Source: an optimization exercise on an open RTL-to-GDS flow (aim: small area, a short achievable clock period and few clock cycles per item). Production flows keep margins and buffers that such runs may drop. The RTL was checked by simulation tests, not by an equivalence proof against the original design.

$ cat design/flow/design.v
module sfl_gf_inv (
    input  wire [9:0] a,
    output reg  [9:0] y
);
    always @(*) begin
        case (a)
            10'd0: y = 10'd0;
            10'd1: y = 10'd1;
            10'd2: y = 10'd516;
            10'd3: y = 10'd1016;
            10'd4: y = 10'd258;
            10'd5: y = 10'd687;
            10'd6: y = 10'd508;
            10'd7: y = 10'd734;
            10'd8: y = 10'd129;
            10'd9: y = 10'd589;
            10'd10: y = 10'd851;
            10'd11: y = 10'd184;
            10'd12: y = 10'd254;
            10'd13: y = 10'd232;
            10'd14: y = 10'd367;
            10'd15: y = 10'd610;
            10'd16: y = 10'd580;
            10'd17: y = 10'd478;
            10'd18: y = 10'd802;
            10'd19: y = 10'd214;
            10'd20: y = 10'd941;
            10'd21: y = 10'd242;
            10'd22: y = 10'd92;
            10'd23: y = 10'd88;
            10'd24: y = 10'd127;
            10'd25: y = 10'd977;
            10'd26: y = 10'd116;
            10'd27: y = 10'd572;
            10'd28: y = 10'd691;
            10'd29: y = 10'd104;
            10'd30: y = 10'd305;
            10'd31: y = 10'd399;
            10'd32: y = 10'd290;
            10'd33: y = 10'd133;
            10'd34: y = 10'd239;
            10'd35: y = 10'd765;
            10'd36: y = 10'd401;
            10'd37: y = 10'd632;
            10'd38: y = 10'd107;
            10'd39: y = 10'd991;
            10'd40: y = 10'd978;
            10'd41: y = 10'd423;
            10'd42: y = 10'd121;
            10'd43: y = 10'd335;
            10'd44: y = 10'd46;
            10'd45: y = 10'd531;
            10'd46: y = 10'd44;
            10'd47: y = 10'd530;
            10'd48: y = 10'd571;
            10'd49: y = 10'd395;
            10'd50: y = 10'd1004;
            10'd51: y = 10'd845;
            10'd52: y = 10'd58;
            10'd53: y = 10'd949;
            10'd54: y = 10'd286;
            10'd55: y = 10'd231;
            10'd56: y = 10'd861;
            10'd57: y = 10'd975;
            10'd58: y = 10'd52;
            10'd59: y = 10'd948;
            10'd60: y = 10'd668;
            10'd61: y = 10'd1001;
            10'd62: y = 10'd707;
            10'd63: y = 10'd937;
            10'd64: y = 10'd145;
            10'd65: y = 10'd359;
            10'd66: y = 10'd582;
            10'd67: y = 10'd135;
            10'd68: y = 10'd627;
            10'd69: y = 10'd473;
            10'd70: y = 10'd890;
            10'd71: y = 10'd672;
            10'd72: y = 10'd716;
            10'd73: y = 10'd738;
            10'd74: y = 10'd316;
            10'd75: y = 10'd325;
            10'd76: y = 10'd561;
            10'd77: y = 10'd364;
            10'd78: y = 10'd1003;
            10'd79: y = 10'd296;
            10'd80: y = 10'd489;
            10'd81: y = 10'd253;
            10'd82: y = 10'd727;
            10'd83: y = 10'd894;
            10'd84: y = 10'd568;
            10'd85: y = 10'd315;
            10'd86: y = 10'd675;
            10'd87: y = 10'd563;
            10'd88: y = 10'd23;
            10'd89: y = 10'd93;
            10'd90: y = 10'd781;
            10'd91: y = 10'd308;
            10'd92: y = 10'd22;
            10'd93: y = 10'd89;
            10'd94: y = 10'd265;
            10'd95: y = 10'd660;
            10'd96: y = 10'd793;
            10'd97: y = 10'd629;
            10'd98: y = 10'd705;
            10'd99: y = 10'd900;
            10'd100: y = 10'd502;
            10'd101: y = 10'd427;
            10'd102: y = 10'd930;
            10'd103: y = 10'd310;
            10'd104: y = 10'd29;
            10'd105: y = 10'd690;
            10'd106: y = 10'd990;
            10'd107: y = 10'd38;
            10'd108: y = 10'd143;
            10'd109: y = 10'd337;
            10'd110: y = 10'd631;
            10'd111: y = 10'd559;
            10'd112: y = 10'd938;
            10'd113: y = 10'd521;
            10'd114: y = 10'd995;
            10'd115: y = 10'd574;
            10'd116: y = 10'd26;
            10'd117: y = 10'd573;
            10'd118: y = 10'd474;
            10'd119: y = 10'd497;
            10'd120: y = 10'd334;
            10'd121: y = 10'd42;
            10'd122: y = 10'd1008;
            10'd123: y = 10'd157;
            10'd124: y = 10'd869;
            10'd125: y = 10'd197;
            10'd126: y = 10'd976;
            10'd127: y = 10'd24;
            10'd128: y = 10'd588;
            10'd129: y = 10'd8;
            10'd130: y = 10'd695;
            10'd131: y = 10'd747;
            10'd132: y = 10'd291;
            10'd133: y = 10'd33;
            10'd134: y = 10'd583;
            10'd135: y = 10'd67;
            10'd136: y = 10'd829;
            10'd137: y = 10'd810;
            10'd138: y = 10'd744;
            10'd139: y = 10'd993;
            10'd140: y = 10'd445;
            10'd141: y = 10'd908;
            10'd142: y = 10'd336;
            10'd143: y = 10'd108;
            10'd144: y = 10'd358;
            10'd145: y = 10'd64;
            10'd146: y = 10'd369;
            10'd147: y = 10'd512;
            10'd148: y = 10'd158;
            10'd149: y = 10'd490;
            10'd150: y = 10'd678;
            10'd151: y = 10'd819;
            10'd152: y = 10'd796;
            10'd153: y = 10'd175;
            10'd154: y = 10'd182;
            10'd155: y = 10'd206;
            10'd156: y = 10'd1009;
            10'd157: y = 10'd123;
            10'd158: y = 10'd148;
            10'd159: y = 10'd491;
            10'd160: y = 10'd752;
            10'd161: y = 10'd319;
            10'd162: y = 10'd634;
            10'd163: y = 10'd467;
            10'd164: y = 10'd879;
            10'd165: y = 10'd380;
            10'd166: y = 10'd447;
            10'd167: y = 10'd240;
            10'd168: y = 10'd284;
            10'd169: y = 10'd789;
            10'd170: y = 10'd665;
            10'd171: y = 10'd872;
            10'd172: y = 10'd853;
            10'd173: y = 10'd766;
            10'd174: y = 10'd797;
            10'd175: y = 10'd153;
            10'd176: y = 10'd527;
            10'd177: y = 10'd485;
            10'd178: y = 10'd554;
            10'd179: y = 10'd288;
            10'd180: y = 10'd898;
            10'd181: y = 10'd710;
            10'd182: y = 10'd154;
            10'd183: y = 10'd207;
            10'd184: y = 10'd11;
            10'd185: y = 10'd850;
            10'd186: y = 10'd552;
            10'd187: y = 10'd617;
            10'd188: y = 10'd640;
            10'd189: y = 10'd997;
            10'd190: y = 10'd330;
            10'd191: y = 10'd952;
            10'd192: y = 10'd904;
            10'd193: y = 10'd914;
            10'd194: y = 10'd830;
            10'd195: y = 10'd221;
            10'd196: y = 10'd868;
            10'd197: y = 10'd125;
            10'd198: y = 10'd450;
            10'd199: y = 10'd608;
            10'd200: y = 10'd251;
            10'd201: y = 10'd615;
            10'd202: y = 10'd721;
            10'd203: y = 10'd741;
            10'd204: y = 10'd465;
            10'd205: y = 10'd515;
            10'd206: y = 10'd155;
            10'd207: y = 10'd183;
            10'd208: y = 10'd522;
            10'd209: y = 10'd799;
            10'd210: y = 10'd345;
            10'd211: y = 10'd943;
            10'd212: y = 10'd495;
            10'd213: y = 10'd1006;
            10'd214: y = 10'd19;
            10'd215: y = 10'd803;
            10'd216: y = 10'd579;
            10'd217: y = 10'd784;
            10'd218: y = 10'd684;
            10'd219: y = 10'd601;
            10'd220: y = 10'd831;
            10'd221: y = 10'd195;
            10'd222: y = 10'd787;
            10'd223: y = 10'd482;
            10'd224: y = 10'd469;
            10'd225: y = 10'd396;
            10'd226: y = 10'd768;
            10'd227: y = 10'd564;
            10'd228: y = 10'd1013;
            10'd229: y = 10'd279;
            10'd230: y = 10'd287;
            10'd231: y = 10'd55;
            10'd232: y = 10'd13;
            10'd233: y = 10'd255;
            10'd234: y = 10'd794;
            10'd235: y = 10'd972;
            10'd236: y = 10'd237;
            10'd237: y = 10'd236;
            10'd238: y = 10'd764;
            10'd239: y = 10'd34;
            10'd240: y = 10'd167;
            10'd241: y = 10'd446;
            10'd242: y = 10'd21;
            10'd243: y = 10'd940;
            10'd244: y = 10'd504;
            10'd245: y = 10'd298;
            10'd246: y = 10'd586;
            10'd247: y = 10'd983;
            10'd248: y = 10'd950;
            10'd249: y = 10'd534;
            10'd250: y = 10'd614;
            10'd251: y = 10'd200;
            10'd252: y = 10'd488;
            10'd253: y = 10'd81;
            10'd254: y = 10'd12;
            10'd255: y = 10'd233;
            10'd256: y = 10'd294;
            10'd257: y = 10'd928;
            10'd258: y = 10'd4;
            10'd259: y = 10'd686;
            10'd260: y = 10'd863;
            10'd261: y = 10'd416;
            10'd262: y = 10'd881;
            10'd263: y = 10'd968;
            10'd264: y = 10'd661;
            10'd265: y = 10'd94;
            10'd266: y = 10'd532;
            10'd267: y = 10'd498;
            10'd268: y = 10'd807;
            10'd269: y = 10'd959;
            10'd270: y = 10'd549;
            10'd271: y = 10'd719;
            10'd272: y = 10'd922;
            10'd273: y = 10'd441;
            10'd274: y = 10'd405;
            10'd275: y = 10'd877;
            10'd276: y = 10'd372;
            10'd277: y = 10'd356;
            10'd278: y = 10'd1012;
            10'd279: y = 10'd229;
            10'd280: y = 10'd730;
            10'd281: y = 10'd333;
            10'd282: y = 10'd454;
            10'd283: y = 10'd677;
            10'd284: y = 10'd168;
            10'd285: y = 10'd788;
            10'd286: y = 10'd54;
            10'd287: y = 10'd230;
            10'd288: y = 10'd179;
            10'd289: y = 10'd555;
            10'd290: y = 10'd32;
            10'd291: y = 10'd132;
            10'd292: y = 10'd700;
            10'd293: y = 10'd492;
            10'd294: y = 10'd256;
            10'd295: y = 10'd929;
            10'd296: y = 10'd79;
            10'd297: y = 10'd1002;
            10'd298: y = 10'd245;
            10'd299: y = 10'd505;
            10'd300: y = 10'd339;
            10'd301: y = 10'd911;
            10'd302: y = 10'd925;
            10'd303: y = 10'd778;
            10'd304: y = 10'd398;
            10'd305: y = 10'd30;
            10'd306: y = 10'd595;
            10'd307: y = 10'd500;
            10'd308: y = 10'd91;
            10'd309: y = 10'd780;
            10'd310: y = 10'd103;
            10'd311: y = 10'd931;
            10'd312: y = 10'd1020;
            10'd313: y = 10'd944;
            10'd314: y = 10'd569;
            10'd315: y = 10'd85;
            10'd316: y = 10'd74;
            10'd317: y = 10'd324;
            10'd318: y = 10'd753;
            10'd319: y = 10'd161;
            10'd320: y = 10'd376;
            10'd321: y = 10'd743;
            10'd322: y = 10'd667;
            10'd323: y = 10'd649;
            10'd324: y = 10'd317;
            10'd325: y = 10'd75;
            10'd326: y = 10'd749;
            10'd327: y = 10'd409;
            10'd328: y = 10'd947;
            10'd329: y = 10'd551;
            10'd330: y = 10'd190;
            10'd331: y = 10'd953;
            10'd332: y = 10'd731;
            10'd333: y = 10'd281;
            10'd334: y = 10'd120;
            10'd335: y = 10'd43;
            10'd336: y = 10'd142;
            10'd337: y = 10'd109;
            10'd338: y = 10'd910;
            10'd339: y = 10'd300;
            10'd340: y = 10'd840;
            10'd341: y = 10'd645;
            10'd342: y = 10'd436;
            10'd343: y = 10'd518;
            10'd344: y = 10'd942;
            10'd345: y = 10'd210;
            10'd346: y = 10'd383;
            10'd347: y = 10'd477;
            10'd348: y = 10'd906;
            10'd349: y = 10'd419;
            10'd350: y = 10'd584;
            10'd351: y = 10'd413;
            10'd352: y = 10'd771;
            10'd353: y = 10'd857;
            10'd354: y = 10'd758;
            10'd355: y = 10'd362;
            10'd356: y = 10'd277;
            10'd357: y = 10'd373;
            10'd358: y = 10'd144;
            10'd359: y = 10'd65;
            10'd360: y = 10'd449;
            10'd361: y = 10'd751;
            10'd362: y = 10'd355;
            10'd363: y = 10'd759;
            10'd364: y = 10'd77;
            10'd365: y = 10'd560;
            10'd366: y = 10'd611;
            10'd367: y = 10'd14;
            10'd368: y = 10'd513;
            10'd369: y = 10'd146;
            10'd370: y = 10'd425;
            10'd371: y = 10'd754;
            10'd372: y = 10'd276;
            10'd373: y = 10'd357;
            10'd374: y = 10'd816;
            10'd375: y = 10'd896;
            10'd376: y = 10'd320;
            10'd377: y = 10'd742;
            10'd378: y = 10'd1014;
            10'd379: y = 10'd708;
            10'd380: y = 10'd165;
            10'd381: y = 10'd878;
            10'd382: y = 10'd476;
            10'd383: y = 10'd346;
            10'd384: y = 10'd452;
            10'd385: y = 10'd697;
            10'd386: y = 10'd457;
            10'd387: y = 10'd1023;
            10'd388: y = 10'd415;
            10'd389: y = 10'd606;
            10'd390: y = 10'd618;
            10'd391: y = 10'd965;
            10'd392: y = 10'd434;
            10'd393: y = 10'd966;
            10'd394: y = 10'd570;
            10'd395: y = 10'd49;
            10'd396: y = 10'd225;
            10'd397: y = 10'd468;
            10'd398: y = 10'd304;
            10'd399: y = 10'd31;
            10'd400: y = 10'd633;
            10'd401: y = 10'd36;
            10'd402: y = 10'd823;
            10'd403: y = 10'd885;
            10'd404: y = 10'd876;
            10'd405: y = 10'd274;
            10'd406: y = 10'd886;
            10'd407: y = 10'd643;
            10'd408: y = 10'd748;
            10'd409: y = 10'd327;
            10'd410: y = 10'd773;
            10'd411: y = 10'd737;
            10'd412: y = 10'd585;
            10'd413: y = 10'd351;
            10'd414: y = 10'd607;
            10'd415: y = 10'd388;
            10'd416: y = 10'd261;
            10'd417: y = 10'd862;
            10'd418: y = 10'd907;
            10'd419: y = 10'd349;
            10'd420: y = 10'd680;
            10'd421: y = 10'd955;
            10'd422: y = 10'd979;
            10'd423: y = 10'd41;
            10'd424: y = 10'd755;
            10'd425: y = 10'd370;
            10'd426: y = 10'd503;
            10'd427: y = 10'd101;
            10'd428: y = 10'd525;
            10'd429: y = 10'd957;
            10'd430: y = 10'd917;
            10'd431: y = 10'd834;
            10'd432: y = 10'd805;
            10'd433: y = 10'd926;
            10'd434: y = 10'd392;
            10'd435: y = 10'd967;
            10'd436: y = 10'd342;
            10'd437: y = 10'd519;
            10'd438: y = 10'd808;
            10'd439: y = 10'd762;
            10'd440: y = 10'd923;
            10'd441: y = 10'd273;
            10'd442: y = 10'd613;
            10'd443: y = 10'd812;
            10'd444: y = 10'd909;
            10'd445: y = 10'd140;
            10'd446: y = 10'd241;
            10'd447: y = 10'd166;
            10'd448: y = 10'd750;
            10'd449: y = 10'd360;
            10'd450: y = 10'd198;
            10'd451: y = 10'd609;
            10'd452: y = 10'd384;
            10'd453: y = 10'd696;
            10'd454: y = 10'd282;
            10'd455: y = 10'd676;
            10'd456: y = 10'd1022;
            10'd457: y = 10'd386;
            10'd458: y = 10'd655;
            10'd459: y = 10'd713;
            10'd460: y = 10'd651;
            10'd461: y = 10'd544;
            10'd462: y = 10'd543;
            10'd463: y = 10'd866;
            10'd464: y = 10'd514;
            10'd465: y = 10'd204;
            10'd466: y = 10'd635;
            10'd467: y = 10'd163;
            10'd468: y = 10'd397;
            10'd469: y = 10'd224;
            10'd470: y = 10'd486;
            10'd471: y = 10'd688;
            10'd472: y = 10'd626;
            10'd473: y = 10'd69;
            10'd474: y = 10'd118;
            10'd475: y = 10'd496;
            10'd476: y = 10'd382;
            10'd477: y = 10'd347;
            10'd478: y = 10'd17;
            10'd479: y = 10'd581;
            10'd480: y = 10'd599;
            10'd481: y = 10'd761;
            10'd482: y = 10'd223;
            10'd483: y = 10'd786;
            10'd484: y = 10'd526;
            10'd485: y = 10'd177;
            10'd486: y = 10'd470;
            10'd487: y = 10'd689;
            10'd488: y = 10'd252;
            10'd489: y = 10'd80;
            10'd490: y = 10'd149;
            10'd491: y = 10'd159;
            10'd492: y = 10'd293;
            10'd493: y = 10'd701;
            10'd494: y = 10'd1007;
            10'd495: y = 10'd212;
            10'd496: y = 10'd475;
            10'd497: y = 10'd119;
            10'd498: y = 10'd267;
            10'd499: y = 10'd533;
            10'd500: y = 10'd307;
            10'd501: y = 10'd594;
            10'd502: y = 10'd100;
            10'd503: y = 10'd426;
            10'd504: y = 10'd244;
            10'd505: y = 10'd299;
            10'd506: y = 10'd556;
            10'd507: y = 10'd756;
            10'd508: y = 10'd6;
            10'd509: y = 10'd735;
            10'd510: y = 10'd624;
            10'd511: y = 10'd912;
            10'd512: y = 10'd147;
            10'd513: y = 10'd368;
            10'd514: y = 10'd464;
            10'd515: y = 10'd205;
            10'd516: y = 10'd2;
            10'd517: y = 10'd1017;
            10'd518: y = 10'd343;
            10'd519: y = 10'd437;
            10'd520: y = 10'd939;
            10'd521: y = 10'd113;
            10'd522: y = 10'd208;
            10'd523: y = 10'd798;
            10'd524: y = 10'd956;
            10'd525: y = 10'd428;
            10'd526: y = 10'd484;
            10'd527: y = 10'd176;
            10'd528: y = 10'd846;
            10'd529: y = 10'd670;
            10'd530: y = 10'd47;
            10'd531: y = 10'd45;
            10'd532: y = 10'd266;
            10'd533: y = 10'd499;
            10'd534: y = 10'd249;
            10'd535: y = 10'd951;
            10'd536: y = 10'd919;
            10'd537: y = 10'd865;
            10'd538: y = 10'd987;
            10'd539: y = 10'd859;
            10'd540: y = 10'd790;
            10'd541: y = 10'd659;
            10'd542: y = 10'd867;
            10'd543: y = 10'd462;
            10'd544: y = 10'd461;
            10'd545: y = 10'd650;
            10'd546: y = 10'd728;
            10'd547: y = 10'd592;
            10'd548: y = 10'd718;
            10'd549: y = 10'd270;
            10'd550: y = 10'd946;
            10'd551: y = 10'd329;
            10'd552: y = 10'd186;
            10'd553: y = 10'd616;
            10'd554: y = 10'd178;
            10'd555: y = 10'd289;
            10'd556: y = 10'd506;
            10'd557: y = 10'd757;
            10'd558: y = 10'd630;
            10'd559: y = 10'd111;
            10'd560: y = 10'd365;
            10'd561: y = 10'd76;
            10'd562: y = 10'd674;
            10'd563: y = 10'd87;
            10'd564: y = 10'd227;
            10'd565: y = 10'd769;
            10'd566: y = 10'd854;
            10'd567: y = 10'd620;
            10'd568: y = 10'd84;
            10'd569: y = 10'd314;
            10'd570: y = 10'd394;
            10'd571: y = 10'd48;
            10'd572: y = 10'd27;
            10'd573: y = 10'd117;
            10'd574: y = 10'd115;
            10'd575: y = 10'd994;
            10'd576: y = 10'd605;
            10'd577: y = 10'd971;
            10'd578: y = 10'd785;
            10'd579: y = 10'd216;
            10'd580: y = 10'd16;
            10'd581: y = 10'd479;
            10'd582: y = 10'd66;
            10'd583: y = 10'd134;
            10'd584: y = 10'd350;
            10'd585: y = 10'd412;
            10'd586: y = 10'd246;
            10'd587: y = 10'd982;
            10'd588: y = 10'd128;
            10'd589: y = 10'd9;
            10'd590: y = 10'd980;
            10'd591: y = 10'd623;
            10'd592: y = 10'd547;
            10'd593: y = 10'd729;
            10'd594: y = 10'd501;
            10'd595: y = 10'd306;
            10'd596: y = 10'd638;
            10'd597: y = 10'd934;
            10'd598: y = 10'd760;
            10'd599: y = 10'd480;
            10'd600: y = 10'd685;
            10'd601: y = 10'd219;
            10'd602: y = 10'd963;
            10'd603: y = 10'd889;
            10'd604: y = 10'd970;
            10'd605: y = 10'd576;
            10'd606: y = 10'd389;
            10'd607: y = 10'd414;
            10'd608: y = 10'd199;
            10'd609: y = 10'd451;
            10'd610: y = 10'd15;
            10'd611: y = 10'd366;
            10'd612: y = 10'd813;
            10'd613: y = 10'd442;
            10'd614: y = 10'd250;
            10'd615: y = 10'd201;
            10'd616: y = 10'd553;
            10'd617: y = 10'd187;
            10'd618: y = 10'd390;
            10'd619: y = 10'd964;
            10'd620: y = 10'd567;
            10'd621: y = 10'd855;
            10'd622: y = 10'd981;
            10'd623: y = 10'd591;
            10'd624: y = 10'd510;
            10'd625: y = 10'd913;
            10'd626: y = 10'd472;
            10'd627: y = 10'd68;
            10'd628: y = 10'd792;
            10'd629: y = 10'd97;
            10'd630: y = 10'd558;
            10'd631: y = 10'd110;
            10'd632: y = 10'd37;
            10'd633: y = 10'd400;
            10'd634: y = 10'd162;
            10'd635: y = 10'd466;
            10'd636: y = 10'd892;
            10'd637: y = 10'd849;
            10'd638: y = 10'd596;
            10'd639: y = 10'd935;
            10'd640: y = 10'd188;
            10'd641: y = 10'd996;
            10'd642: y = 10'd887;
            10'd643: y = 10'd407;
            10'd644: y = 10'd841;
            10'd645: y = 10'd341;
            10'd646: y = 10'd832;
            10'd647: y = 10'd921;
            10'd648: y = 10'd666;
            10'd649: y = 10'd323;
            10'd650: y = 10'd545;
            10'd651: y = 10'd460;
            10'd652: y = 10'd882;
            10'd653: y = 10'd723;
            10'd654: y = 10'd712;
            10'd655: y = 10'd458;
            10'd656: y = 10'd989;
            10'd657: y = 10'd1010;
            10'd658: y = 10'd791;
            10'd659: y = 10'd541;
            10'd660: y = 10'd95;
            10'd661: y = 10'd264;
            10'd662: y = 10'd984;
            10'd663: y = 10'd843;
            10'd664: y = 10'd873;
            10'd665: y = 10'd170;
            10'd666: y = 10'd648;
            10'd667: y = 10'd322;
            10'd668: y = 10'd60;
            10'd669: y = 10'd1000;
            10'd670: y = 10'd529;
            10'd671: y = 10'd847;
            10'd672: y = 10'd71;
            10'd673: y = 10'd891;
            10'd674: y = 10'd562;
            10'd675: y = 10'd86;
            10'd676: y = 10'd455;
            10'd677: y = 10'd283;
            10'd678: y = 10'd150;
            10'd679: y = 10'd818;
            10'd680: y = 10'd420;
            10'd681: y = 10'd954;
            10'd682: y = 10'd838;
            10'd683: y = 10'd826;
            10'd684: y = 10'd218;
            10'd685: y = 10'd600;
            10'd686: y = 10'd259;
            10'd687: y = 10'd5;
            10'd688: y = 10'd471;
            10'd689: y = 10'd487;
            10'd690: y = 10'd105;
            10'd691: y = 10'd28;
            10'd692: y = 10'd699;
            10'd693: y = 10'd724;
            10'd694: y = 10'd746;
            10'd695: y = 10'd130;
            10'd696: y = 10'd453;
            10'd697: y = 10'd385;
            10'd698: y = 10'd725;
            10'd699: y = 10'd692;
            10'd700: y = 10'd292;
            10'd701: y = 10'd493;
            10'd702: y = 10'd714;
            10'd703: y = 10'd777;
            10'd704: y = 10'd901;
            10'd705: y = 10'd98;
            10'd706: y = 10'd936;
            10'd707: y = 10'd62;
            10'd708: y = 10'd379;
            10'd709: y = 10'd1015;
            10'd710: y = 10'd181;
            10'd711: y = 10'd899;
            10'd712: y = 10'd654;
            10'd713: y = 10'd459;
            10'd714: y = 10'd702;
            10'd715: y = 10'd776;
            10'd716: y = 10'd72;
            10'd717: y = 10'd739;
            10'd718: y = 10'd548;
            10'd719: y = 10'd271;
            10'd720: y = 10'd740;
            10'd721: y = 10'd202;
            10'd722: y = 10'd883;
            10'd723: y = 10'd653;
            10'd724: y = 10'd693;
            10'd725: y = 10'd698;
            10'd726: y = 10'd895;
            10'd727: y = 10'd82;
            10'd728: y = 10'd546;
            10'd729: y = 10'd593;
            10'd730: y = 10'd280;
            10'd731: y = 10'd332;
            10'd732: y = 10'd821;
            10'd733: y = 10'd903;
            10'd734: y = 10'd7;
            10'd735: y = 10'd509;
            10'd736: y = 10'd772;
            10'd737: y = 10'd411;
            10'd738: y = 10'd73;
            10'd739: y = 10'd717;
            10'd740: y = 10'd720;
            10'd741: y = 10'd203;
            10'd742: y = 10'd377;
            10'd743: y = 10'd321;
            10'd744: y = 10'd138;
            10'd745: y = 10'd992;
            10'd746: y = 10'd694;
            10'd747: y = 10'd131;
            10'd748: y = 10'd408;
            10'd749: y = 10'd326;
            10'd750: y = 10'd448;
            10'd751: y = 10'd361;
            10'd752: y = 10'd160;
            10'd753: y = 10'd318;
            10'd754: y = 10'd371;
            10'd755: y = 10'd424;
            10'd756: y = 10'd507;
            10'd757: y = 10'd557;
            10'd758: y = 10'd354;
            10'd759: y = 10'd363;
            10'd760: y = 10'd598;
            10'd761: y = 10'd481;
            10'd762: y = 10'd439;
            10'd763: y = 10'd809;
            10'd764: y = 10'd238;
            10'd765: y = 10'd35;
            10'd766: y = 10'd173;
            10'd767: y = 10'd852;
            10'd768: y = 10'd226;
            10'd769: y = 10'd565;
            10'd770: y = 10'd856;
            10'd771: y = 10'd352;
            10'd772: y = 10'd736;
            10'd773: y = 10'd410;
            10'd774: y = 10'd1019;
            10'd775: y = 10'd874;
            10'd776: y = 10'd715;
            10'd777: y = 10'd703;
            10'd778: y = 10'd303;
            10'd779: y = 10'd924;
            10'd780: y = 10'd309;
            10'd781: y = 10'd90;
            10'd782: y = 10'd998;
            10'd783: y = 10'd871;
            10'd784: y = 10'd217;
            10'd785: y = 10'd578;
            10'd786: y = 10'd483;
            10'd787: y = 10'd222;
            10'd788: y = 10'd285;
            10'd789: y = 10'd169;
            10'd790: y = 10'd540;
            10'd791: y = 10'd658;
            10'd792: y = 10'd628;
            10'd793: y = 10'd96;
            10'd794: y = 10'd234;
            10'd795: y = 10'd973;
            10'd796: y = 10'd152;
            10'd797: y = 10'd174;
            10'd798: y = 10'd523;
            10'd799: y = 10'd209;
            10'd800: y = 10'd824;
            10'd801: y = 10'd933;
            10'd802: y = 10'd18;
            10'd803: y = 10'd215;
            10'd804: y = 10'd927;
            10'd805: y = 10'd432;
            10'd806: y = 10'd958;
            10'd807: y = 10'd268;
            10'd808: y = 10'd438;
            10'd809: y = 10'd763;
            10'd810: y = 10'd137;
            10'd811: y = 10'd828;
            10'd812: y = 10'd443;
            10'd813: y = 10'd612;
            10'd814: y = 10'd837;
            10'd815: y = 10'd960;
            10'd816: y = 10'd374;
            10'd817: y = 10'd897;
            10'd818: y = 10'd679;
            10'd819: y = 10'd151;
            10'd820: y = 10'd902;
            10'd821: y = 10'd732;
            10'd822: y = 10'd884;
            10'd823: y = 10'd402;
            10'd824: y = 10'd800;
            10'd825: y = 10'd932;
            10'd826: y = 10'd683;
            10'd827: y = 10'd839;
            10'd828: y = 10'd811;
            10'd829: y = 10'd136;
            10'd830: y = 10'd194;
            10'd831: y = 10'd220;
            10'd832: y = 10'd646;
            10'd833: y = 10'd920;
            10'd834: y = 10'd431;
            10'd835: y = 10'd916;
            10'd836: y = 10'd961;
            10'd837: y = 10'd814;
            10'd838: y = 10'd682;
            10'd839: y = 10'd827;
            10'd840: y = 10'd340;
            10'd841: y = 10'd644;
            10'd842: y = 10'd985;
            10'd843: y = 10'd663;
            10'd844: y = 10'd1005;
            10'd845: y = 10'd51;
            10'd846: y = 10'd528;
            10'd847: y = 10'd671;
            10'd848: y = 10'd893;
            10'd849: y = 10'd637;
            10'd850: y = 10'd185;
            10'd851: y = 10'd10;
            10'd852: y = 10'd767;
            10'd853: y = 10'd172;
            10'd854: y = 10'd566;
            10'd855: y = 10'd621;
            10'd856: y = 10'd770;
            10'd857: y = 10'd353;
            10'd858: y = 10'd986;
            10'd859: y = 10'd539;
            10'd860: y = 10'd974;
            10'd861: y = 10'd56;
            10'd862: y = 10'd417;
            10'd863: y = 10'd260;
            10'd864: y = 10'd918;
            10'd865: y = 10'd537;
            10'd866: y = 10'd463;
            10'd867: y = 10'd542;
            10'd868: y = 10'd196;
            10'd869: y = 10'd124;
            10'd870: y = 10'd999;
            10'd871: y = 10'd783;
            10'd872: y = 10'd171;
            10'd873: y = 10'd664;
            10'd874: y = 10'd775;
            10'd875: y = 10'd1018;
            10'd876: y = 10'd404;
            10'd877: y = 10'd275;
            10'd878: y = 10'd381;
            10'd879: y = 10'd164;
            10'd880: y = 10'd969;
            10'd881: y = 10'd262;
            10'd882: y = 10'd652;
            10'd883: y = 10'd722;
            10'd884: y = 10'd822;
            10'd885: y = 10'd403;
            10'd886: y = 10'd406;
            10'd887: y = 10'd642;
            10'd888: y = 10'd962;
            10'd889: y = 10'd603;
            10'd890: y = 10'd70;
            10'd891: y = 10'd673;
            10'd892: y = 10'd636;
            10'd893: y = 10'd848;
            10'd894: y = 10'd83;
            10'd895: y = 10'd726;
            10'd896: y = 10'd375;
            10'd897: y = 10'd817;
            10'd898: y = 10'd180;
            10'd899: y = 10'd711;
            10'd900: y = 10'd99;
            10'd901: y = 10'd704;
            10'd902: y = 10'd820;
            10'd903: y = 10'd733;
            10'd904: y = 10'd192;
            10'd905: y = 10'd915;
            10'd906: y = 10'd348;
            10'd907: y = 10'd418;
            10'd908: y = 10'd141;
            10'd909: y = 10'd444;
            10'd910: y = 10'd338;
            10'd911: y = 10'd301;
            10'd912: y = 10'd511;
            10'd913: y = 10'd625;
            10'd914: y = 10'd193;
            10'd915: y = 10'd905;
            10'd916: y = 10'd835;
            10'd917: y = 10'd430;
            10'd918: y = 10'd864;
            10'd919: y = 10'd536;
            10'd920: y = 10'd833;
            10'd921: y = 10'd647;
            10'd922: y = 10'd272;
            10'd923: y = 10'd440;
            10'd924: y = 10'd779;
            10'd925: y = 10'd302;
            10'd926: y = 10'd433;
            10'd927: y = 10'd804;
            10'd928: y = 10'd257;
            10'd929: y = 10'd295;
            10'd930: y = 10'd102;
            10'd931: y = 10'd311;
            10'd932: y = 10'd825;
            10'd933: y = 10'd801;
            10'd934: y = 10'd597;
            10'd935: y = 10'd639;
            10'd936: y = 10'd706;
            10'd937: y = 10'd63;
            10'd938: y = 10'd112;
            10'd939: y = 10'd520;
            10'd940: y = 10'd243;
            10'd941: y = 10'd20;
            10'd942: y = 10'd344;
            10'd943: y = 10'd211;
            10'd944: y = 10'd313;
            10'd945: y = 10'd1021;
            10'd946: y = 10'd550;
            10'd947: y = 10'd328;
            10'd948: y = 10'd59;
            10'd949: y = 10'd53;
            10'd950: y = 10'd248;
            10'd951: y = 10'd535;
            10'd952: y = 10'd191;
            10'd953: y = 10'd331;
            10'd954: y = 10'd681;
            10'd955: y = 10'd421;
            10'd956: y = 10'd524;
            10'd957: y = 10'd429;
            10'd958: y = 10'd806;
            10'd959: y = 10'd269;
            10'd960: y = 10'd815;
            10'd961: y = 10'd836;
            10'd962: y = 10'd888;
            10'd963: y = 10'd602;
            10'd964: y = 10'd619;
            10'd965: y = 10'd391;
            10'd966: y = 10'd393;
            10'd967: y = 10'd435;
            10'd968: y = 10'd263;
            10'd969: y = 10'd880;
            10'd970: y = 10'd604;
            10'd971: y = 10'd577;
            10'd972: y = 10'd235;
            10'd973: y = 10'd795;
            10'd974: y = 10'd860;
            10'd975: y = 10'd57;
            10'd976: y = 10'd126;
            10'd977: y = 10'd25;
            10'd978: y = 10'd40;
            10'd979: y = 10'd422;
            10'd980: y = 10'd590;
            10'd981: y = 10'd622;
            10'd982: y = 10'd587;
            10'd983: y = 10'd247;
            10'd984: y = 10'd662;
            10'd985: y = 10'd842;
            10'd986: y = 10'd858;
            10'd987: y = 10'd538;
            10'd988: y = 10'd1011;
            10'd989: y = 10'd656;
            10'd990: y = 10'd106;
            10'd991: y = 10'd39;
            10'd992: y = 10'd745;
            10'd993: y = 10'd139;
            10'd994: y = 10'd575;
            10'd995: y = 10'd114;
            10'd996: y = 10'd641;
            10'd997: y = 10'd189;
            10'd998: y = 10'd782;
            10'd999: y = 10'd870;
            10'd1000: y = 10'd669;
            10'd1001: y = 10'd61;
            10'd1002: y = 10'd297;
            10'd1003: y = 10'd78;
            10'd1004: y = 10'd50;
            10'd1005: y = 10'd844;
            10'd1006: y = 10'd213;
            10'd1007: y = 10'd494;
            10'd1008: y = 10'd122;
            10'd1009: y = 10'd156;
            10'd1010: y = 10'd657;
            10'd1011: y = 10'd988;
            10'd1012: y = 10'd278;
            10'd1013: y = 10'd228;
            10'd1014: y = 10'd378;
            10'd1015: y = 10'd709;
            10'd1016: y = 10'd3;
            10'd1017: y = 10'd517;
            10'd1018: y = 10'd875;
            10'd1019: y = 10'd774;
            10'd1020: y = 10'd312;
            10'd1021: y = 10'd945;
            10'd1022: y = 10'd456;
            10'd1023: y = 10'd387;
            default: y = 10'd0;
        endcase
    end
endmodule
module sfl_rs_dec (
    input  wire       clk,
    input  wire       rst,
    input  wire       in_valid,
    output reg        in_ready,
    input  wire [9:0] in_sym,
    input  wire       in_short,
    output reg        err_valid,
    output reg  [9:0] err_pos,
    output reg  [9:0] err_val,
    output reg        done,
    output reg        fail,
    output reg  [4:0] nerr
);
    localparam NSYN = 30;
    function [9:0] gf_mul;
        input [9:0] a;
        input [9:0] b;
        reg   [9:0] p;
        reg   [9:0] x;
        integer i;
        begin
            p = 10'd0;
            x = a;
            for (i = 0; i < 10; i = i + 1) begin
                if (b[i])
                    p = p ^ x;
                x = {x[8:0], 1'b0} ^ (x[9] ? 10'h009 : 10'h000);
            end
            gf_mul = p;
        end
    endfunction
    function [9:0] gf_pow;
        input integer e;
        reg   [9:0] p;
        integer i;
        begin
            p = 10'd1;
            for (i = 0; i < e; i = i + 1)
                p = {p[8:0], 1'b0} ^ (p[9] ? 10'h009 : 10'h000);
            gf_pow = p;
        end
    endfunction
    function [9:0] gf_sq;
        input [9:0] a;
        reg   [9:0] p;
        integer i;
        begin
            p = 10'd0;
            for (i = 0; i < 10; i = i + 1)
                if (a[i])
                    p = p ^ gf_pow(2 * i);
            gf_sq = p;
        end
    endfunction
    integer j;
    genvar g;
    reg  [9:0] S [0:NSYN-1];
    reg  [9:0] rcnt;             
    reg        rfirst;           
    reg        r_short;          
    reg        sfull;            
    wire       accept   = in_valid & in_ready;
    wire       cur_sh   = rfirst ? in_short : r_short;
    wire       r_last   = (rcnt == (cur_sh ? 10'd230 : 10'd543));
    wire       last_acc = accept & r_last;
    reg  [2:0] kst;              
    localparam [2:0] K_IDLE = 3'd0, K_D = 3'd1, K_F = 3'd2, K_U = 3'd3,
                     K_O = 3'd4, K_WAIT = 3'd5;
    wire       kes_idle = (kst == K_IDLE);
    wire       xfer     = sfull & kes_idle;
    wire [9:0] syn_next [0:NSYN-1];
    generate
        for (g = 0; g < NSYN; g = g + 1) begin : g_syn
            localparam [9:0] AJ = gf_pow(g);
            assign syn_next[g] = (rfirst ? 10'd0 : gf_mul(S[g], AJ)) ^ in_sym;
        end
    endgenerate
    always @(posedge clk) begin
        if (accept)
            for (j = 0; j < NSYN; j = j + 1)
                S[j] <= syn_next[j];
    end
    reg [299:0] s_flat;
    always @(*) for (j = 0; j < NSYN; j = j + 1) s_flat[j*10 +: 10] = S[j];
    wire szero = ~|s_flat;
    reg  [9:0] sc  [0:NSYN-1];   
    reg  [9:0] lam [0:15];       
    reg  [9:0] bs  [0:15];       
    reg  [9:0] acc;              
    reg  [9:0] beta;             
    reg  [9:0] f;                
    reg  [9:0] carry;
    reg  [9:0] ch_a, ch_x;       
    reg  [3:0] ch_k;             
    reg  [4:0] L;
    reg  [4:0] kr;               
    reg  [1:0] kc;               
    reg        chg;
    reg        k_short;
    wire       ring_turn = (kst == K_D) | (kst == K_U) | (kst == K_O);
    wire [4:0] kw = kr - 5'd1;   
    wire [9:0] pos_sel [0:3];
    wire [9:0] mul_out [0:3];
    wire [9:0] lam_new [0:3];
    wire [9:0] xsel    [0:3];
    wire [9:0] bs_new  [0:3];
    wire [9:0] om_wr   [0:3];
    generate
        for (g = 0; g < 4; g = g + 1) begin : g_lane
            assign pos_sel[g] = sc[{kc, 2'b00} + g];
            wire       mask = (kst == K_O) && ({kc, 2'b00} + g > kr);
            wire [9:0] opa  = (kst == K_U) ? bs[g] : lam[g];
            wire [9:0] opb  = (kst == K_U) ? f : (mask ? 10'd0 : pos_sel[g]);
            assign mul_out[g] = gf_mul(opa, opb);
            assign lam_new[g] = (kst == K_U) ? (lam[g] ^ mul_out[g]) : lam[g];
            assign xsel[g]    = chg ? lam[g] : bs[g];
            wire [9:0] xprev  = (g == 0) ? carry : xsel[(g == 0) ? 0 : g - 1];
            assign om_wr[g]   = ((kst == K_O) && (kr != 5'd0) && (kc == kw[3:2]) && (kw[1:0] == g)) ? f : bs[g];
            assign bs_new[g]  = (kst == K_U) ? xprev : om_wr[g];
        end
    endgenerate
    wire [9:0] dot = mul_out[0] ^ mul_out[1] ^ mul_out[2] ^ mul_out[3] ^ ((kc == 2'd0) ? 10'd0 : acc);
    wire       in_chain = (ch_k != 4'd0);
    wire [9:0] sm_a = (kst == K_F) ? acc : gf_sq(ch_x);
    wire [9:0] sm_b = (kst == K_F) ? beta : ch_a;
    wire [9:0] smul = gf_mul(sm_a, sm_b);
    wire       chien_busy;
    wire       handoff = (kst == K_WAIT) & ~chien_busy;
    always @(posedge clk) begin
        if (rst) begin
            kst  <= K_IDLE;
            ch_k <= 4'd0;
        end else begin
            if (kst != K_F && in_chain) begin
                ch_x <= smul;
                ch_k <= ch_k - 4'd1;
                if (ch_k == 4'd1)
                    beta <= gf_sq(smul);
            end
            case (kst)
                K_IDLE: if (xfer) begin
                    L       <= 5'd0;
                    kr      <= 5'd0;
                    kc      <= 2'd0;
                    beta    <= 10'd1;
                    k_short <= r_short;
                    kst     <= szero ? K_WAIT : K_D;
                end
                K_D: begin
                    acc <= dot;
                    kc  <= kc + 2'd1;
                    if (kc == 2'd3)
                        kst <= K_F;
                end
                K_F: begin
                    f     <= smul;
                    carry <= 10'd0;
                    chg   <= (acc != 10'd0) && ({L, 1'b0} <= {1'b0, kr});
                    if ((acc != 10'd0) && ({L, 1'b0} <= {1'b0, kr})) begin
                        L    <= kr + 5'd1 - L;
                        ch_a <= acc;
                        ch_x <= acc;
                        ch_k <= 4'd8;
                    end
                    kst <= K_U;
                end
                K_U: begin
                    carry <= xsel[3];
                    kc    <= kc + 2'd1;
                    if (kc == 2'd3) begin
                        kr  <= (kr == 5'd29) ? 5'd0 : kr + 5'd1;
                        kst <= (kr == 5'd29) ? K_O : K_D;
                    end
                end
                K_O: begin
                    acc <= dot;
                    kc  <= kc + 2'd1;
                    if (kc == 2'd3) begin
                        f  <= dot;
                        kr <= kr + 5'd1;
                        if (kr == 5'd15)
                            kst <= K_WAIT;
                    end
                end
                K_WAIT: if (handoff) kst <= K_IDLE;
                default: kst <= K_IDLE;
            endcase
        end
    end
    always @(posedge clk) begin
        if (kst == K_IDLE && xfer) begin
            for (j = 0; j < 16; j = j + 1) begin
                lam[j] <= (j == 0) ? 10'd1 : 10'd0;
                bs[j]  <= (j == 1) ? 10'd1 : 10'd0;
            end
            for (j = 0; j < NSYN; j = j + 1)
                sc[j] <= S[(NSYN - j) % NSYN];
        end else begin
            if (ring_turn) begin
                for (j = 0; j < 12; j = j + 1) begin
                    lam[j] <= lam[j+4];
                    bs[j]  <= bs[j+4];
                end
                for (j = 0; j < 4; j = j + 1) begin
                    lam[12+j] <= lam_new[j];
                    bs[12+j]  <= bs_new[j];
                end
            end
            if ((kst == K_D || kst == K_O) && kc == 2'd3) begin
                sc[0] <= sc[NSYN-1];
                for (j = 1; j < NSYN; j = j + 1)
                    sc[j] <= sc[j-1];
            end
        end
    end
    wire sfull_next    = last_acc | (sfull & ~xfer);
    wire kes_idle_next = (kes_idle & ~xfer) | handoff;
    always @(posedge clk) begin
        if (rst) begin
            rcnt     <= 10'd0;
            rfirst   <= 1'b1;
            sfull    <= 1'b0;
            in_ready <= 1'b1;
        end else begin
            sfull    <= sfull_next;
            in_ready <= ~sfull_next | kes_idle_next;
            if (accept) begin
                if (rfirst)
                    r_short <= in_short;
                if (r_last) begin
                    rcnt   <= 10'd0;
                    rfirst <= 1'b1;
                end else begin
                    rcnt   <= rcnt + 10'd1;
                    rfirst <= 1'b0;
                end
            end
        end
    end
    reg  [9:0] Lc [1:15];
    reg  [9:0] Oc [0:14];
    reg        c_act;
    reg  [9:0] c_pos;            
    reg  [4:0] c_rem;            
    reg  [4:0] c_L;
    reg        c_bad;            
    assign chien_busy = c_act;
    reg [9:0] lsum, osum, odd;
    always @(*) begin
        odd  = 10'd0;
        lsum = 10'd0;
        osum = 10'd0;
        for (j = 1; j < 16; j = j + 1) begin
            lsum = lsum ^ Lc[j];
            if (j % 2 == 1)
                odd = odd ^ Lc[j];
        end
        for (j = 0; j < 15; j = j + 1)
            osum = osum ^ Oc[j];
    end
    wire hit  = (lsum == 10'd1) & ~c_bad;
    wire c_ok = (c_rem == 5'd0) | (hit & (c_rem == 5'd1));
    wire term = c_ok | (c_pos == 10'd0) | c_bad;
    generate
        for (g = 1; g < 16; g = g + 1) begin : g_lc
            localparam [9:0] AIJ = gf_pow((1023 - g) % 1023);
            always @(posedge clk)
                Lc[g] <= handoff ? lam[g] : gf_mul(Lc[g], AIJ);
        end
        for (g = 0; g < 15; g = g + 1) begin : g_oc
            localparam [9:0] AIO = gf_pow((1023 - g) % 1023);
            always @(posedge clk)
                Oc[g] <= handoff ? bs[g] : gf_mul(Oc[g], AIO);
        end
    endgenerate
    reg        h2, d2, f2;
    reg  [9:0] p2, o2, q2;
    reg  [4:0] n2;
    reg        h3, d3, f3;
    reg  [9:0] p3, o3, i3;
    reg  [4:0] n3;
    wire [9:0] q2_inv;
    sfl_gf_inv u_inv (.a(q2), .y(q2_inv));
    always @(posedge clk) begin
        if (rst) begin
            c_act     <= 1'b0;
            h2        <= 1'b0;
            d2        <= 1'b0;
            h3        <= 1'b0;
            d3        <= 1'b0;
            err_valid <= 1'b0;
            done      <= 1'b0;
        end else begin
            if (handoff) begin
                c_act <= 1'b1;
                c_pos <= k_short ? 10'd230 : 10'd543;
                c_rem <= L;
                c_L   <= L;
                c_bad <= (L > 5'd15);
            end else if (c_act) begin
                c_pos <= c_pos - 10'd1;
                if (hit)
                    c_rem <= c_rem - 5'd1;
                if (term)
                    c_act <= 1'b0;
            end
            h2 <= c_act & hit;
            d2 <= c_act & term;
            h3 <= h2;
            d3 <= d2;
            err_valid <= h3;
            done      <= d3;
        end
        f2 <= ~c_ok;
        n2 <= c_L;
        p2 <= c_pos;
        o2 <= osum;
        q2 <= odd;
        f3 <= f2;
        n3 <= n2;
        p3 <= p2;
        o3 <= o2;
        i3 <= q2_inv;
        fail    <= f3;
        nerr    <= n3;
        err_pos <= p3;
        err_val <= gf_mul(o3, i3);
    end
endmodule
$ cat design/flow/run.sh
#!/bin/bash
# synth_recipe.tcl (not shown) runs the flow's synth.tcl, then flattens the netlist and writes it again
# the make line also repeats each setting of config.mk as NAME=value (left out here)
make -C /OpenROAD-flow-scripts/flow DESIGN_CONFIG=/design/flow/config.mk WORK_HOME=/design/flow/orfs CLKGATE_MAP_FILE= SYNTH_SCRIPT=/design/flow/synth_recipe.tcl finish
$ cat design/flow/config.mk
export PLATFORM = sky130hd
export DESIGN_NAME = sfl_rs_dec
export DESIGN_NICKNAME = sfl_rs_dec
export VERILOG_FILES = /design/flow/design.v
export SDC_FILE = /design/flow/constraint.sdc
export NUM_CORES = 4
export LEC_CHECK = 0
export CAP_MARGIN = 40
export CORE_MARGIN = 2
export CORE_UTILIZATION = 30
export PLACE_DENSITY = 0.5
export SLEW_MARGIN = 30
export SYNTH_MEMORY_MAX_BITS = 16384
$ cat design/flow/constraint.sdc
create_clock -name core_clock -period 10.0 [get_ports {clk}]
set_input_delay 2.0000 -clock core_clock [delete_from_list [all_inputs] [get_ports {clk}]]
set_output_delay 2.0000 -clock core_clock [all_outputs]
set_load 0.01 [all_outputs]
==> flow_summary.toml <==
[run_status]
status = "no timing/DRC/antenna violations"

[floorplan]
rows = 197
core_um2 = 288000
die_x_um = 542
io_pins = 43
start_util_pct = 30.2
die_h_um = 542
die_area_um2 = 294000

[worst_setup_path]
critical_path.cell_chain = "and3b_4, buf_4, buf_4, mux2i_2, xnor2_1, clkbuf_2, nor3b_1, a21oi_1, xnor2_1, xnor3_1, xnor2_1, xnor3_1, a21o_1"
cp.arrival_ps = 6400
cp_slowest_stage_delay_ps = 760
worst_ep_required_time_ps = 10600
cpMostUsedCell = "xnor2_1"
startpoint_type = "flop"
cpMaxStageDelayCell = "dfxtp_1"
crit_fanout = 29
cp-end-kind = "flop"
critPathKind = "flop to flop"

[min_path]
hold_class = "flop to flop"

[route]
dr.pass1.iters = 8
drt-total-wl_um = 426000
num_vias = 78000
drtIter0Drc = 10400
vias_per_cell = 5.62
postRouteAntennaNets = 0
drc = 0
wire_per_inst_um = 30.7

[yosys]
ys_seq_elements = 1441
synthCells = 10200
ys_seq_area_share_pct = 41.3
ys_types = 96
synthTopCellsByArea = "edfxtp_1 24%, dfxtp_1 17%, xnor2_1 11%"
syn_avg_cell_area_um2 = 8.53
post-synth-top-count-cell = "nand2_1"
ys_async_sr_fraction_pct = 0
yosysWarnings = 8
netlist.area_leader.share_pct = 24.4
synth_top_area_cell = "edfxtp_1"
synth_common_cells = "2150 x nand2_1, 1165 x nor2_1, 1071 x xnor2_1"
synth_area_um2 = 86900
mappedNetlistNets = 10300
yosys_most_used_dff = "dfxtp_1"
synth_edf_count = 706

[clocking]
clkTransAtPathRegs_ps = 70
postCtsSetupRepairBufs = 0
cts_resized = 0
cts_buffers = 172
hold_buffers = 0
clk_latency_ps = 870
cts_buffer_depth = 4
cts_sinks = 1441
clockRootBuffer = "clkbuf_16"
ctsHtreeMaxLevel = 4
cts_tree = "yes"

[global_route]
grt_max_degree = 202
antenna_found_initial = 39
grt_usage_pct = 28.0
grt_pass1_vias = 74300
grt-ovfl-total = 0
grt_first_pass_wirelength_um = 590000

[sta]
timing.final.crit_share_pct = 58.0
setup_ws_ps = 4200
rsz0062_at_grt = "false"
relSlewSlack_pct = 23.5
fin_crit_ps = 5800
slew_viol_final = 0
fin_tns_setup_ps = 0
setup_violations = 0
hold_violations = 0
fmax_mhz = 173
worst_pin_slew_ps = 1150
fin_skew_ps = 51.8

[layout]
synthToLayoutAreaGrowth_pct = 12.4
fin_cells = 13900
drive_above_1_share_pct = 8.44
num-nets-final = 10000

[place]
place_congestion = 1.12
placed_cells = 13500
portBuffers = 42
hpwl_um = 299000
preCtsSetupSlack_ps = 4180

[job]
max_cap_viol_count = 0
[layout by cell type (no fill, tap or decap), types with 51 or more instances in the layout]
cell       netlist  final
xnor2_1       1071   1070
a31oi_1         88     87
nand3_1         75     74
o22ai_1         74     74
mux2i_1         99     96
a211oi_1       151    150
nor4_1          86     81
nor2b_1         72     64
dfxtp_1        735    727
inv_1           58     55
nor3_1          88     84
o211ai_1       113    113
edfxtp_1       706    706
clkbuf_16        0    177
a22oi_1         92     92
o21ai_0        353    345
buf_4            5    284
nand2_1       2150   2147
xor2_1         642    642
a21oi_1        780    774
nor2_1        1165   1143
xnor3_1         51     51
nand2b_1        96     95
[cells by family (layout without fill, tap and decap cells)]
group	after synthesis	count (layout)	share of synthesized area [%]
fa+ha+maj	55	55	0.798
flops	1441	1441	41.3
xor+xnor	1769	1769	18.7
mux	202	202	3.08
buf+inv	876	760	3.93
compound gates	1967	1967	14.0
simple gates	3873	3873	18.2
other cells	0	26	0
[worst max-delay path: cells and delay by family, from the launching register on]
kind	cells	cell delay, ps
xor+xnor	5	1750
flops	1	760
buf+inv	3	1230
mux	1	680
compound gates	2	270
simple gates	2	840
[registers in the layout, summed over array words and instances, names as in the netlist, 150 cells and up]
name / flops
Lc: 150
Oc: 150
S: 300
bs: 160
lam: 160
sc: 300
[final timing paths]
| kind | to | cells after the start | slack (ps) | from |
|---|---|---|---|---|
| worst max-delay path | f[5]$_DFFE_PP_ | 13 | 4200 | kst[1]$_SDFFE_PP0P_ |
| worst min-delay path | o3[2]$_DFF_P_ | 0 | 320 | o2[2]$_DFF_P_ |
| worst max register to register | f[5]$_DFFE_PP_ | 13 | 4200 | kst[1]$_SDFFE_PP0P_ |
| worst min register to register | o3[2]$_DFF_P_ | 0 | 320 | o2[2]$_DFF_P_ |
[cell type report]
class	count	area (um2)
inverters	64	256
well taps	3781	4730
clock buffers	221	4700
flip-flops and latches	1441	35900
multi-input cells	7866	47900
fillers	29900	190000
diodes	26	65.1
clock inverters	82	667
repair buffers	393	3480
[through the flow]
step / hold slack, ps / cell area [um2] / util (%)
final: 319 / 97700 / 33.9
after global routing: 327 / 97600 / 33.9
after CTS: 322 / 97400 / 33.8
after detailed placement: 312 / 92000 / 31.9
after global placement: 313 / 91300 / 31.7
after floorplan: 310 / 86900 / -
[metal layers]
layer	wire, um	GRT usage, %	vias up
li1	-	-	34100
met1	182000	37.6	38700
met2	182000	41.5	4139
met3	39700	7.37	984
met4	22600	13.3	10
met5	61	0	-
Testbench counts, summed over its fixed seeds: cycles 104,724, codewords 192.

[separate check: timing with driven ports]
Ports are ideal in the flow. The routed layout listed here was re-timed in OpenROAD.
Step 1, drivers: a clkbuf_16 drives clk and a buf_2 each remaining input, both assumed.
Step 2 also shifts input and output timing later by t, the mid clock arrival at the registers, as if the neighbouring blocks saw the same clock.
a / b / c = ideal ports / drivers / drivers and shift; a / b = the first two.
shift t [ns]: 0.946
setup slack, ns: 4.205 / 4.205 / 4.205
worst register clock-pin slew, ns: 0.08 / 0.08
worst data-port slew with drivers (ns): 0.03
cell pins on the clock port's net: 1
After both steps setup and hold are still met in this run. For this run, drivers alone change the setup slack by 0.000 ns; drivers and shift together by 0.000 ns.
